This is an optimization exercise on Yosys and OpenROAD, whose aim is small area, a short achievable clock period and few clock cycles per item, not a production implementation.
At most, simulation tests tie the RTL to the original design; equivalence was not proved.
The clock port is modelled as an ideal driver, which makes a skipped or thinned clock tree look cheaper than it is; a real chip needs a root buffer or a tree.
Power and IR drop assume default switching activity.

==> inputs of run a <==
Design xt1_c1_enc, start of the top module:
module xt1_c1_enc (
  input  wire       clk,
  input  wire       rst,         
  input  wire       in_valid,
  output wire       in_ready,
  input  wire [7:0] in_data,     
  output reg        out_valid,
  output reg  [7:0] out_data     
);
==> module xt1_c1_enc, before the edit <==
module xt1_c1_enc (
  input  wire       clk,
  input  wire       rst,         
  input  wire       in_valid,
  output wire       in_ready,
  input  wire [7:0] in_data,     
  output reg        out_valid,
  output reg  [7:0] out_data     
);
  reg  [4:0] phase;              
  reg  [9:0] cnt;                
  reg        rdy;                
  reg        clr_rev;            
  reg        sh_rev;             
  reg        oact;               
  reg  [1:0] orev;               
  assign in_ready = rdy;
  wire acc    = in_valid && rdy;
  wire ph_end = (phase == 5'd31);
  wire last   = ph_end && (cnt[9:5] == 5'd31);
  always @(posedge clk) begin
    if (rst) begin
      phase   <= 5'd0;
      cnt     <= 10'd0;
      rdy     <= 1'b1;
      clr_rev <= 1'b1;
      sh_rev  <= 1'b0;
      oact    <= 1'b0;
      orev    <= 2'd0;
    end else begin
      phase <= phase + 5'd1;
      if (acc) begin
        cnt <= cnt + 10'd1;
        rdy <= !last;
      end else begin
        rdy <= (phase + 5'd1 == cnt[4:0]) && (!oact || (orev == 2'd3 && ph_end));
      end
      if (ph_end) begin
        clr_rev <= oact && (orev == 2'd3);
        sh_rev  <= acc && (cnt[9:5] != 5'd31);
      end
      if (acc && last) begin
        oact <= 1'b1;
        orev <= 2'd0;
      end else if (oact && ph_end) begin
        orev <= orev + 2'd1;
        if (orev == 2'd3)
          oact <= 1'b0;
      end
    end
  end
  wire [7:0] gd = acc ? in_data : 8'd0;
  reg  [255:0] x0, x1, x2, x3;
  function [7:0] rot;
    input [7:0] s0, b1, b2;
    input integer d;
    reg [23:0] w;
    begin
      w   = {s0, b1, b2};
      rot = w[16 - d +: 8];
    end
  endfunction
  reg [7:0] p1_1, p1_2, p1_3, p2_3;
  always @(posedge clk) begin
    p1_1 <= x1[7:0];
    p1_2 <= x2[7:0];
    p1_3 <= x3[7:0];
    p2_3 <= p1_3;
  end
  wire ph0  = (phase == 5'd0);
  wire ph01 = (phase[4:1] == 4'd0);
  wire [7:0] b1_1 = ph0  ? x1[255:248] : p1_1;
  wire [7:0] b1_2 = ph0  ? x2[255:248] : p1_2;
  wire [7:0] b1_3 = ph0  ? x3[255:248] : p1_3;
  wire [7:0] b2_3 = ph01 ? x3[247:240] : p2_3;
  wire [7:0] w0 = clr_rev ? 8'd0 : x0[7:0];
  wire [7:0] w1 = clr_rev ? 8'd0 : sh_rev ? rot(x1[7:0], b1_1, 8'd0, 2)  : x1[7:0];
  wire [7:0] w2 = clr_rev ? 8'd0 : sh_rev ? rot(x2[7:0], b1_2, 8'd0, 6)  : x2[7:0];
  wire [7:0] w3 = clr_rev ? 8'd0 : sh_rev ? rot(x3[7:0], b1_3, b2_3, 14) : x3[7:0];
  always @(posedge clk) begin
    x0 <= {w0 ^ gd, x0[255:8]};
    x1 <= {w1 ^ gd, x1[255:8]};
    x2 <= {w2 ^ gd, x2[255:8]};
    x3 <= {w3 ^ gd, x3[255:8]};
  end
  reg [8:0] pp;                  
  reg [7:0] l0, l1, l3;
  integer   b;
  always @* begin
    for (b = 0; b < 9; b = b + 1)
      pp[b] = x0[b] ^ x1[(b + 63) % 256] ^ x2[(b + 189) % 256] ^ x3[(b + 185) % 256];
    for (b = 0; b < 8; b = b + 1) begin
      l0[b] = x0[b];
      l1[b] = x1[(b + 63) % 256];
      l3[b] = x3[(b + 185) % 256];
    end
  end
  always @(posedge clk) begin
    if (rst)
      out_valid <= 1'b0;
    else
      out_valid <= oact;
    case (orev)
      2'd0: out_data <= pp[7:0];
      2'd1: out_data <= l0 ^ pp[8:1];
      2'd2: out_data <= l0 ^ l1 ^ pp[8:1];
      default: out_data <= l3 ^ pp[8:1];
    endcase
  end
endmodule
==> flow/config.mk <==
export PLATFORM = sky130hd
export DESIGN_NAME = xt1_c1_enc
export DESIGN_NICKNAME = xt1_c1_enc
export VERILOG_FILES = /design/flow/design.v
export SDC_FILE = /design/flow/constraint.sdc
export NUM_CORES = 4
export LEC_CHECK = 0
export CAP_MARGIN = 20
export CORE_MARGIN = 2
export CORE_UTILIZATION = 55
export PLACE_DENSITY = 0.65
export SLEW_MARGIN = 20
==> flow/constraint.sdc <==
create_clock -name core_clock -period 10.0 [get_ports {clk}]
set_input_delay 2.0000 -clock core_clock [delete_from_list [all_inputs] [get_ports {clk}]]
set_output_delay 2.0000 -clock core_clock [all_outputs]
set_load 0.01 [all_outputs]
standard.sh (not shown) runs the stock make flow with config.mk's settings and CLKGATE_MAP_FILE= SYNTH_SCRIPT=/design/flow/synth_recipe.tcl, a recipe that flattens the netlist after the stock synthesis.
==> flow/flow/run.sh <==
#!/bin/bash
# Own layout flow: the standard flow (standard.sh) with
#  - port buffers of a fast cell instead of the default pick,
set -euo pipefail
W=$(pwd)
F=$W/flow
source $F/knobs.sh
export BUFFER_PORTS_ARGS="-buffer_cell $PORT_BUF"
export PRE_CTS_TCL=$F/pre_cts.tcl
export POST_CTS_TCL=$F/post_cts.tcl
export MYTREE_DIR=$F MYTREE_NLEAF MYTREE_NROOT MYTREE_LEAF MYTREE_ROOT
export SETUP_EXTRA_MARGIN
bash standard.sh > $W/standard_flow.log 2>&1
==> flow/flow/knobs.sh <==
PORT_BUF=sky130_fd_sc_hd__buf_4
MYTREE_NLEAF=40
MYTREE_NROOT=4
MYTREE_LEAF=sky130_fd_sc_hd__clkbuf_16
MYTREE_ROOT=sky130_fd_sc_hd__clkbuf_16
SETUP_EXTRA_MARGIN=7.8
==> flow/flow/pre_cts.tcl <==
# Build the clock tree by hand (see mytree.tcl) and turn the ORFS call of
# clock_tree_synthesis into a no-op; the rest of the CTS step (legalisation,
# timing repair) runs as usual.
source $::env(MYTREE_DIR)/mytree.tcl
mytree_build $::env(MYTREE_NLEAF) $::env(MYTREE_NROOT) $::env(MYTREE_LEAF) $::env(MYTREE_ROOT)
rename clock_tree_synthesis orfs_clock_tree_synthesis
proc clock_tree_synthesis {args} { puts "clock tree built by mytree.tcl" }
Other scripts of this flow, unchanged in this note and not shown: flow/flow/mytree.tcl, flow/flow/post_cts.tcl
==> run b (differences from run a) <==
--- a/flow/design.v
+++ b/flow/design.v
@@ -12,2 +12,3 @@
   reg        rdy;                
+  reg        rdy_n;              
   reg        clr_rev;            
@@ -17,3 +18,3 @@
   assign in_ready = rdy;
-  wire acc    = in_valid && rdy;
+  wire acc    = in_valid && !rdy_n;
   wire ph_end = (phase == 5'd31);
@@ -25,2 +26,3 @@
       rdy     <= 1'b1;
+      rdy_n   <= 1'b0;
       clr_rev <= 1'b1;
@@ -32,6 +34,8 @@
       if (acc) begin
-        cnt <= cnt + 10'd1;
-        rdy <= !last;
+        cnt   <= cnt + 10'd1;
+        rdy   <= !last;
+        rdy_n <= last;
       end else begin
-        rdy <= (phase + 5'd1 == cnt[4:0]) && (!oact || (orev == 2'd3 && ph_end));
+        rdy   <= (phase + 5'd1 == cnt[4:0]) && (!oact || (orev == 2'd3 && ph_end));
+        rdy_n <= !((phase + 5'd1 == cnt[4:0]) && (!oact || (orev == 2'd3 && ph_end)));
       end
==> flow/flow/knobs.sh (replaced) <==
PORT_BUF=sky130_fd_sc_hd__buf_4
MYTREE_NLEAF=40
MYTREE_NROOT=4
MYTREE_LEAF=sky130_fd_sc_hd__clkbuf_16
MYTREE_ROOT=sky130_fd_sc_hd__buf_16
SETUP_EXTRA_MARGIN=7.3
==> flow/flow/outflops.tcl (new file) <==
# Put the flip-flop that drives each output port's buffer right beside that
# buffer, so that the clock-to-output path has no long wire; detailed
# placement legalises them afterwards.
proc place_out_flops {} {
  set block [ord::get_db_block]
  foreach bt [$block getBTerms] {
    if {[$bt getIoType] ne "OUTPUT"} continue
    set buf ""
    foreach it [[$bt getNet] getITerms] {
      if {[[$it getMTerm] getIoType] eq "OUTPUT"} { set buf [$it getInst] }
    }
    if {$buf eq ""} continue
    set ff ""
    set n2 [[$buf findITerm A] getNet]
    if {$n2 eq "NULL" || $n2 eq ""} continue
    foreach it [$n2 getITerms] {
      if {[[$it getMTerm] getIoType] eq "OUTPUT"} { set ff [$it getInst] }
    }
    if {$ff eq ""} continue
    if {![string match "*df*" [[$ff getMaster] getName]]} continue
    set bb [$buf getBBox]
    set w [[$ff getMaster] getWidth]
    set die [$block getDieArea]
    set cx [expr {([$die xMin] + [$die xMax]) / 2}]
    if {[$bb xMin] > $cx} {
      set x [expr {[$bb xMin] - $w}]
    } else {
      set x [$bb xMax]
    }
    $ff setLocation $x [$bb yMin]
    puts "outflops: [$ff getName] beside [$buf getName] for [$bt getName]"
  }
}
--- a/flow/flow/pre_cts.tcl
+++ b/flow/flow/pre_cts.tcl
@@ -3,2 +3,4 @@
 # timing repair) runs as usual.
+source $::env(MYTREE_DIR)/outflops.tcl
+place_out_flops
 source $::env(MYTREE_DIR)/mytree.tcl
--- a/flow/config.mk
+++ b/flow/config.mk
@@ -7,2 +7,3 @@
 export LEC_CHECK = 0
+export ABC_AREA = 1
 export CAP_MARGIN = 20
==> impl_results.md <==
* Final HPWL DP at 18.7 mm
* Slowest CP cell: dfxtp_1
* Clk pwr share at 0.286
* Met3 Use GR at 0.0164
* Register area at 0.0216 mm^2
* Wire per inst at 13.6 um
* Met1 Resource Use GR at 0.190
* Count of flip-flops and latches at 1,077
* FF-to-FF Start: orev[0]$_SDFFE_PP0P_
* Final Non-Filler Cells at 2,174
* Met3 wire length at 1.33 mm
* Seq pwr share at 0.699
* Status: finished clean
The numbers above come from run b.

==> impl_results.md <==
* Status: finished clean
* FF-to-FF Start: phase[0]$_SDFF_PP0_
* Register area at 0.0216 mm^2
* Count of flip-flops and latches at 1,076
* Met1 Resource Use GR at 0.191
* Met3 wire length at 1.27 mm
* Seq pwr share at 0.700
The numbers above come from run a.

Testbench counts of run b, summed over its fixed seeds: cycles 55,296, codewords 48.
Only the layout flow was run in run a; the RTL was not checked for function there. No run of this note takes its clock network from TritonCTS; it comes from the design's own scripts or RTL.

## re-timing with driven ports
Ports are ideal in the flow. The routed layouts listed here were re-timed in OpenROAD. Step 1, drivers: a clkbuf_16 drives clk and a buf_2 each remaining input, both assumed. Step 2 also shifts input and output timing later by t, the mid clock arrival at the registers, as if the neighbouring blocks saw the same clock. Three values: ideal, step 1, step 2; two values: the first two.
| run | shift t [ns] | slack for setup (ns) | latest minus earliest clock arrival (ns) | worst data-port slew with drivers (ns) | cell pins on the clock port's net |
|---|---|---|---|---|---|
| run a | 0.491 | 7.111 / 7.008 / 7.107 | 0.031 / 0.031 | 0.15 | 4 |
| run b | 0.483 | 7.178 / 7.053 / 6.958 | 0.040 / 0.040 | 0.05 | 4 |
After both steps every run listed still meets setup and hold. The setup slack of run b, which loses most, moves by -0.125 ns with the drivers and by -0.220 ns with both steps.
